Background: an optimization exercise with open tools, aiming at small area. Do not read the settings as production practice.
Only simulation tests tie the RTL to the original design; equivalence was not proved.
Power and IR drop assume default switching activity.

Design irsar_link_rx, start of the top module:
module irsar_link_rx (
    input  wire        clk,
    input  wire        rst,           
    input  wire        sym_valid,
    input  wire [9:0]  sym,           
    output wire        pay_valid,
    output wire [7:0]  pay_data,
    output reg  [6:0]  pay_index,
    output wire        hdr_valid,
    output wire [7:0]  hdr_opc,
    output wire [7:0]  hdr_hop,
    output wire [2:0]  hdr_tag,
    output wire        hdr_rsp,
    output wire        hdr_late,
    output wire        hdr_lin,
    output reg  [6:0]  hdr_len,
    output wire        frm_done,
    output wire        frm_ok,
    output wire [2:0]  frm_err,
    output wire [15:0] frm_crc,
    output reg         in_frame,
    output reg         rd_pos,
    output wire [15:0] cnt_ok,
    output wire [15:0] cnt_rej,
    output wire [15:0] cnt_cerr
);
==> flow/config.mk <==
export PLATFORM = sky130hd
export DESIGN_NAME = irsar_link_rx
export DESIGN_NICKNAME = irsar_link_rx
export VERILOG_FILES = /design/flow/design.v
export SDC_FILE = /design/flow/constraint.sdc
export NUM_CORES = 4
export LEC_CHECK = 0
export CAP_MARGIN = 20
export CORE_MARGIN = 2
export CORE_UTILIZATION = 40
export GPL_TIMING_DRIVEN = 0
export SLEW_MARGIN = 20
export BUFFER_PORTS_ARGS = -buffer_cell sky130_fd_sc_hd__buf_1
export CTS_ARGS = -sink_clustering_enable -repair_clock_nets -dont_use_dummy_load -buf_list sky130_fd_sc_hd__clkbuf_16 -sink_clustering_size 50 -sink_clustering_max_diameter 150
export REMOVE_ABC_BUFFERS = 1
export ADDER_MAP_FILE =
==> flow/constraint.sdc <==
create_clock -name core_clock -period 8.0 [get_ports {clk}]
set_input_delay 1.6000 -clock core_clock [delete_from_list [all_inputs] [get_ports {clk}]]
set_output_delay 1.6000 -clock core_clock [all_outputs]
set_load 0.01 [all_outputs]
standard.sh (not shown) runs the stock make flow with config.mk's settings and CLKGATE_MAP_FILE= SYNTH_SCRIPT=/design/flow/synth_recipe.tcl, a recipe that flattens the netlist after the stock synthesis.
==> flow/flow/run.sh <==
#!/bin/bash
# Layout flow: the standard ORFS flow (standard.sh) with three changes that only make
# the layout smaller:
#  - synthesis is the standard flow's own script with an area-oriented ABC mapping script (area.abc)
#    in place of ORFS's delay-oriented one; registers come out as in the standard synthesis
#  - the port buffers are the smallest buffer cell (each output drives a fixed 0.01 pF)
#  - extra ORFS settings from extra.mk, if present
set -euo pipefail
here=$(pwd)
export AREA_ABC_SCRIPT=$here/flow/area.abc
export FLOW_SYNTH_TCL=$here/synth_recipe.tcl
cat >> config.mk <<'CFG'
export BUFFER_PORTS_ARGS = -buffer_cell sky130_fd_sc_hd__buf_1
CFG
if [[ -f flow/extra.mk ]]; then cat flow/extra.mk >> config.mk; fi
bash standard.sh SYNTH_SCRIPT=$here/flow/area_synth.tcl finish > standard_flow.log 2>&1
==> flow/flow/area.abc <==
strash
&get -n
&st
&dch -f
&nf -a -R 1000
&put
mfs2
strash
&get -n
&st
&dch -f
&nf -a -R 1000
&put
mfs2
strash
&get -n
&st
&dch -f
&nf -a -R 1000
&put
mfs2
strash
&get -n
&st
&dch -f
&nf -a -R 1000
&put
mfs2
strash
&get -n
&st
&dch -f
&nf -a -R 1000
&put
mfs2
strash
&get -n
&st
&dch -f
&nf -a -R 1000
&put
mfs2
strash
&get -n
&st
&dch -f
&nf -a -R 1000
&put
mfs2
strash
&get -n
&st
&dch -f
&nf -a -R 1000
&put
mfs2
strash
&get -n
&st
&dch -f
&nf -a -R 1000
&put
mfs2
strash
&get -n
&st
&dch -f
&nf -a -R 1000
&put
mfs2
strash
&get -n
&st
&dch -f
&nf -a -R 1000
&put
mfs2
strash
&get -n
&st
&dch -f
&nf -a -R 1000
&put
mfs2
strash
&get -n
&st
&dch -f
&nf -a -R 1000
&put
mfs2
strash
&get -n
&st
&dch -f
&nf -a -R 1000
&put
mfs2
strash
&get -n
&st
&dch -f
&nf -a -R 1000
&put
mfs2
strash
&get -n
&st
&dch -f
&nf -a -R 1000
&put
mfs2
strash
&get -n
&st
&dch -f
&nf -a -R 1000
&put
mfs2
strash
&get -n
&st
&dch -f
&nf -a -R 1000
&put
mfs2
strash
&get -n
&st
&dch -f
&nf -a -R 1000
&put
mfs2
strash
&get -n
&st
&dch -f
&nf -a -R 1000
&put
mfs2
strash
&get -n
&st
&dch -f
&nf -a -R 1000
&put
mfs2
strash
&get -n
&st
&dch -f
&nf -a -R 1000
&put
mfs2
strash
&get -n
&st
&dch -f
&nf -a -R 1000
&put
mfs2
strash
&get -n
&st
&dch -f
&nf -a -R 1000
&put
mfs2
strash
&get -n
&st
&dch -f
&nf -a -R 1000
&put
mfs2
strash
&get -n
&st
&dch -f
&nf -a -R 1000
&put
mfs2
strash
&get -n
&st
&dch -f
&nf -a -R 1000
&put
mfs2
strash
&get -n
&st
&dch -f
&nf -a -R 1000
&put
mfs2
strash
&get -n
&st
&dch -f
&nf -a -R 1000
&put
mfs2
strash
&get -n
&st
&dch -f
&nf -a -R 1000
&put
==> flow/flow/extra.mk <==
export CTS_ARGS = -sink_clustering_enable -repair_clock_nets -dont_use_dummy_load -buf_list sky130_fd_sc_hd__clkbuf_16 -sink_clustering_size 50 -sink_clustering_max_diameter 150
export REMOVE_ABC_BUFFERS = 1
export ADDER_MAP_FILE =
Other scripts of this flow, unchanged in this note and not shown: flow/flow/area_synth.tcl
The starting point completed without violations.
Edit:
--- a/flow/flow/area.abc
+++ b/flow/flow/area.abc
@@ -209,0 +210,210 @@
+mfs2
+strash
+&get -n
+&st
+&dch -f
+&nf -a -R 1000
+&put
+mfs2
+strash
+&get -n
+&st
+&dch -f
+&nf -a -R 1000
+&put
+mfs2
+strash
+&get -n
+&st
+&dch -f
+&nf -a -R 1000
+&put
+mfs2
+strash
+&get -n
+&st
+&dch -f
+&nf -a -R 1000
+&put
+mfs2
+strash
+&get -n
+&st
+&dch -f
+&nf -a -R 1000
+&put
+mfs2
+strash
+&get -n
+&st
+&dch -f
+&nf -a -R 1000
+&put
+mfs2
+strash
+&get -n
+&st
+&dch -f
+&nf -a -R 1000
+&put
+mfs2
+strash
+&get -n
+&st
+&dch -f
+&nf -a -R 1000
+&put
+mfs2
+strash
+&get -n
+&st
+&dch -f
+&nf -a -R 1000
+&put
+mfs2
+strash
+&get -n
+&st
+&dch -f
+&nf -a -R 1000
+&put
+mfs2
+strash
+&get -n
+&st
+&dch -f
+&nf -a -R 1000
+&put
+mfs2
+strash
+&get -n
+&st
+&dch -f
+&nf -a -R 1000
+&put
+mfs2
+strash
+&get -n
+&st
+&dch -f
+&nf -a -R 1000
+&put
+mfs2
+strash
+&get -n
+&st
+&dch -f
+&nf -a -R 1000
+&put
+mfs2
+strash
+&get -n
+&st
+&dch -f
+&nf -a -R 1000
+&put
+mfs2
+strash
+&get -n
+&st
+&dch -f
+&nf -a -R 1000
+&put
+mfs2
+strash
+&get -n
+&st
+&dch -f
+&nf -a -R 1000
+&put
+mfs2
+strash
+&get -n
+&st
+&dch -f
+&nf -a -R 1000
+&put
+mfs2
+strash
+&get -n
+&st
+&dch -f
+&nf -a -R 1000
+&put
+mfs2
+strash
+&get -n
+&st
+&dch -f
+&nf -a -R 1000
+&put
+mfs2
+strash
+&get -n
+&st
+&dch -f
+&nf -a -R 1000
+&put
+mfs2
+strash
+&get -n
+&st
+&dch -f
+&nf -a -R 1000
+&put
+mfs2
+strash
+&get -n
+&st
+&dch -f
+&nf -a -R 1000
+&put
+mfs2
+strash
+&get -n
+&st
+&dch -f
+&nf -a -R 1000
+&put
+mfs2
+strash
+&get -n
+&st
+&dch -f
+&nf -a -R 1000
+&put
+mfs2
+strash
+&get -n
+&st
+&dch -f
+&nf -a -R 1000
+&put
+mfs2
+strash
+&get -n
+&st
+&dch -f
+&nf -a -R 1000
+&put
+mfs2
+strash
+&get -n
+&st
+&dch -f
+&nf -a -R 1000
+&put
+mfs2
+strash
+&get -n
+&st
+&dch -f
+&nf -a -R 1000
+&put
+mfs2
+strash
+&get -n
+&st
+&dch -f
+&nf -a -R 1000
+&put
==> flow/flow/extra.mk (replaced) <==
export CTS_ARGS = -sink_clustering_enable -repair_clock_nets -dont_use_dummy_load -root_buf sky130_fd_sc_hd__clkbuf_8 -buf_list sky130_fd_sc_hd__clkbuf_4 -sink_clustering_size 24 -sink_clustering_max_diameter 60
export REMOVE_ABC_BUFFERS = 1
export ADDER_MAP_FILE =
--- a/flow/config.mk
+++ b/flow/config.mk
@@ -14 +14 @@
-export CTS_ARGS = -sink_clustering_enable -repair_clock_nets -dont_use_dummy_load -buf_list sky130_fd_sc_hd__clkbuf_16 -sink_clustering_size 50 -sink_clustering_max_diameter 150
+export CTS_ARGS = -sink_clustering_enable -repair_clock_nets -dont_use_dummy_load -root_buf sky130_fd_sc_hd__clkbuf_8 -buf_list sky130_fd_sc_hd__clkbuf_4 -sink_clustering_size 24 -sink_clustering_max_diameter 60
- clock skew barely changes
- global-route usage climbs by 0.80 points
- design area goes down by 1.9%
- final cell count drops by 0.47%
- via count came out higher by 0.49%
- routed wire length climbs by 1.1%
- fmax goes down by 1.3%
- clock-buffer cell count is unchanged
- area after synthesis went down by 1.4%
- total power goes down by 9.8%
- sequential share of layout area goes up by 0.73 points
Edit:
==> flow/flow/extra.mk (replaced) <==
export CTS_ARGS = -sink_clustering_enable -repair_clock_nets -dont_use_dummy_load -buf_list sky130_fd_sc_hd__clkbuf_8 -sink_clustering_size 30 -sink_clustering_max_diameter 200 -sink_clustering_levels 1
export REMOVE_ABC_BUFFERS = 1
export ADDER_MAP_FILE =
--- a/flow/config.mk
+++ b/flow/config.mk
@@ -14 +14 @@
-export CTS_ARGS = -sink_clustering_enable -repair_clock_nets -dont_use_dummy_load -root_buf sky130_fd_sc_hd__clkbuf_8 -buf_list sky130_fd_sc_hd__clkbuf_4 -sink_clustering_size 24 -sink_clustering_max_diameter 60
+export CTS_ARGS = -sink_clustering_enable -repair_clock_nets -dont_use_dummy_load -buf_list sky130_fd_sc_hd__clkbuf_8 -sink_clustering_size 30 -sink_clustering_max_diameter 200 -sink_clustering_levels 1
Result: Flip-flop and latch count is unchanged. Power stays the same. Sequential power is about the same. Global-route usage is unchanged. Wire length is unchanged. Combinational power is about the same. Synthesized area stays the same. Core utilization does not change. Final cell count does not change.
Edit:
==> flow/flow/area.abc (replaced) <==
strash
&get -n
&st
&dch -f
&nf -a -R 1000
&put
mfs2
strash
&get -n
&st
&dch -f
&nf -a -R 1000
&put
mfs2
strash
&get -n
&st
&dch -f
&nf -a -R 1000
&put
mfs2
strash
&get -n
&st
&dch -f
&nf -a -R 1000
&put
mfs2
strash
&get -n
&st
&dch -f
&nf -a -R 1000
&put
mfs2
strash
&get -n
&st
&dch -f
&nf -a -R 1000
&put
mfs2
strash
&get -n
&st
&dch -f
&nf -a -R 1000
&put
mfs2
strash
&get -n
&st
&dch -f
&nf -a -R 1000
&put
mfs2
strash
&get -n
&st
&dch -f
&nf -a -R 1000
&put
mfs2
strash
&get -n
&st
&dch -f
&nf -a -R 1000
&put
mfs2
strash
&get -n
&st
&dch -f
&nf -a -R 1000
&put
mfs2
strash
&get -n
&st
&dch -f
&nf -a -R 1000
&put
mfs2
strash
&get -n
&st
&dch -f
&nf -a -R 1000
&put
mfs2
strash
&get -n
&st
&dch -f
&nf -a -R 1000
&put
mfs2
strash
&get -n
&st
&dch -f
&nf -a -R 1000
&put
mfs2
strash
&get -n
&st
&dch -f
&nf -a -R 1000
&put
mfs2
strash
&get -n
&st
&dch -f
&nf -a -R 1000
&put
mfs2
strash
&get -n
&st
&dch -f
&nf -a -R 1000
&put
mfs2
strash
&get -n
&st
&dch -f
&nf -a -R 1000
&put
mfs2
strash
&get -n
&st
&dch -f
&nf -a -R 1000
&put
mfs2
strash
&get -n
&st
&dch -f
&nf -a -R 1000
&put
mfs2
strash
&get -n
&st
&dch -f
&nf -a -R 1000
&put
mfs2
strash
&get -n
&st
&dch -f
&nf -a -R 1000
&put
mfs2
strash
&get -n
&st
&dch -f
&nf -a -R 1000
&put
mfs2
strash
&get -n
&st
&dch -f
&nf -a -R 1000
&put
mfs2
strash
&get -n
&st
&dch -f
&nf -a -R 1000
&put
mfs2
strash
&get -n
&st
&dch -f
&nf -a -R 1000
&put
mfs2
strash
&get -n
&st
&dch -f
&nf -a -R 1000
&put
mfs2
strash
&get -n
&st
&dch -f
&nf -a -R 1000
&put
mfs2
strash
&get -n
&st
&dch -f
&nf -a -R 1000
&put
==> flow/flow/extra.mk (replaced) <==
export CTS_ARGS = -sink_clustering_enable -repair_clock_nets -dont_use_dummy_load -buf_list sky130_fd_sc_hd__clkbuf_8 -sink_clustering_size 24 -sink_clustering_max_diameter 60
export REMOVE_ABC_BUFFERS = 1
export ADDER_MAP_FILE =
--- a/flow/config.mk
+++ b/flow/config.mk
@@ -14 +14 @@
-export CTS_ARGS = -sink_clustering_enable -repair_clock_nets -dont_use_dummy_load -buf_list sky130_fd_sc_hd__clkbuf_8 -sink_clustering_size 30 -sink_clustering_max_diameter 200 -sink_clustering_levels 1
+export CTS_ARGS = -sink_clustering_enable -repair_clock_nets -dont_use_dummy_load -buf_list sky130_fd_sc_hd__clkbuf_8 -sink_clustering_size 24 -sink_clustering_max_diameter 60
What happened: The new run went through all stages and came out clean. First-iteration DRC count went up by a quarter to a third. Count of clock-buffer cells in the layout stays the same. Critical path depth went down by 3.

what the ideal ports hide:
No port has a modelled driver above. Below, the same layouts with a new extraction and two added sets of constraints. Step 1 (the two cells are an assumption about what drives the block):
set clk [get_ports {clk}]
set_driving_cell -lib_cell sky130_fd_sc_hd__clkbuf_16 $clk
set_driving_cell -lib_cell sky130_fd_sc_hd__buf_2 [delete_from_list [all_inputs] $clk]
Step 2 moves the port delays by t, midway between the first and last clock arrival at a register: inputs arrive t later, outputs are due t later. That takes back most of the time a late clock gives input paths. Slacks: ideal ports / drivers / drivers and shift; pairs: ideal ports / drivers.
run	t (ns)	setup WS [ns]	hold slack, ns	worst register clock-pin slew, ns	pins driven straight from the clock port
the first run	0.376	0.554 / 0.571 / 0.195	0.482 / 0.482 / 0.482	0.08 / 0.08	1
the second run	0.401	0.455 / 0.471 / 0.070	0.494 / 0.494 / 0.494	0.10 / 0.10	1
the third run	0.401	0.455 / 0.471 / 0.070	0.494 / 0.494 / 0.494	0.10 / 0.10	1
the fourth run	0.402	0.566 / 0.578 / 0.176	0.486 / 0.486 / 0.486	0.11 / 0.11	1
After both steps every run listed still meets setup and hold. The setup slack of the fourth run, which loses most, moves by +0.012 ns with the drivers and by -0.390 ns with both steps.
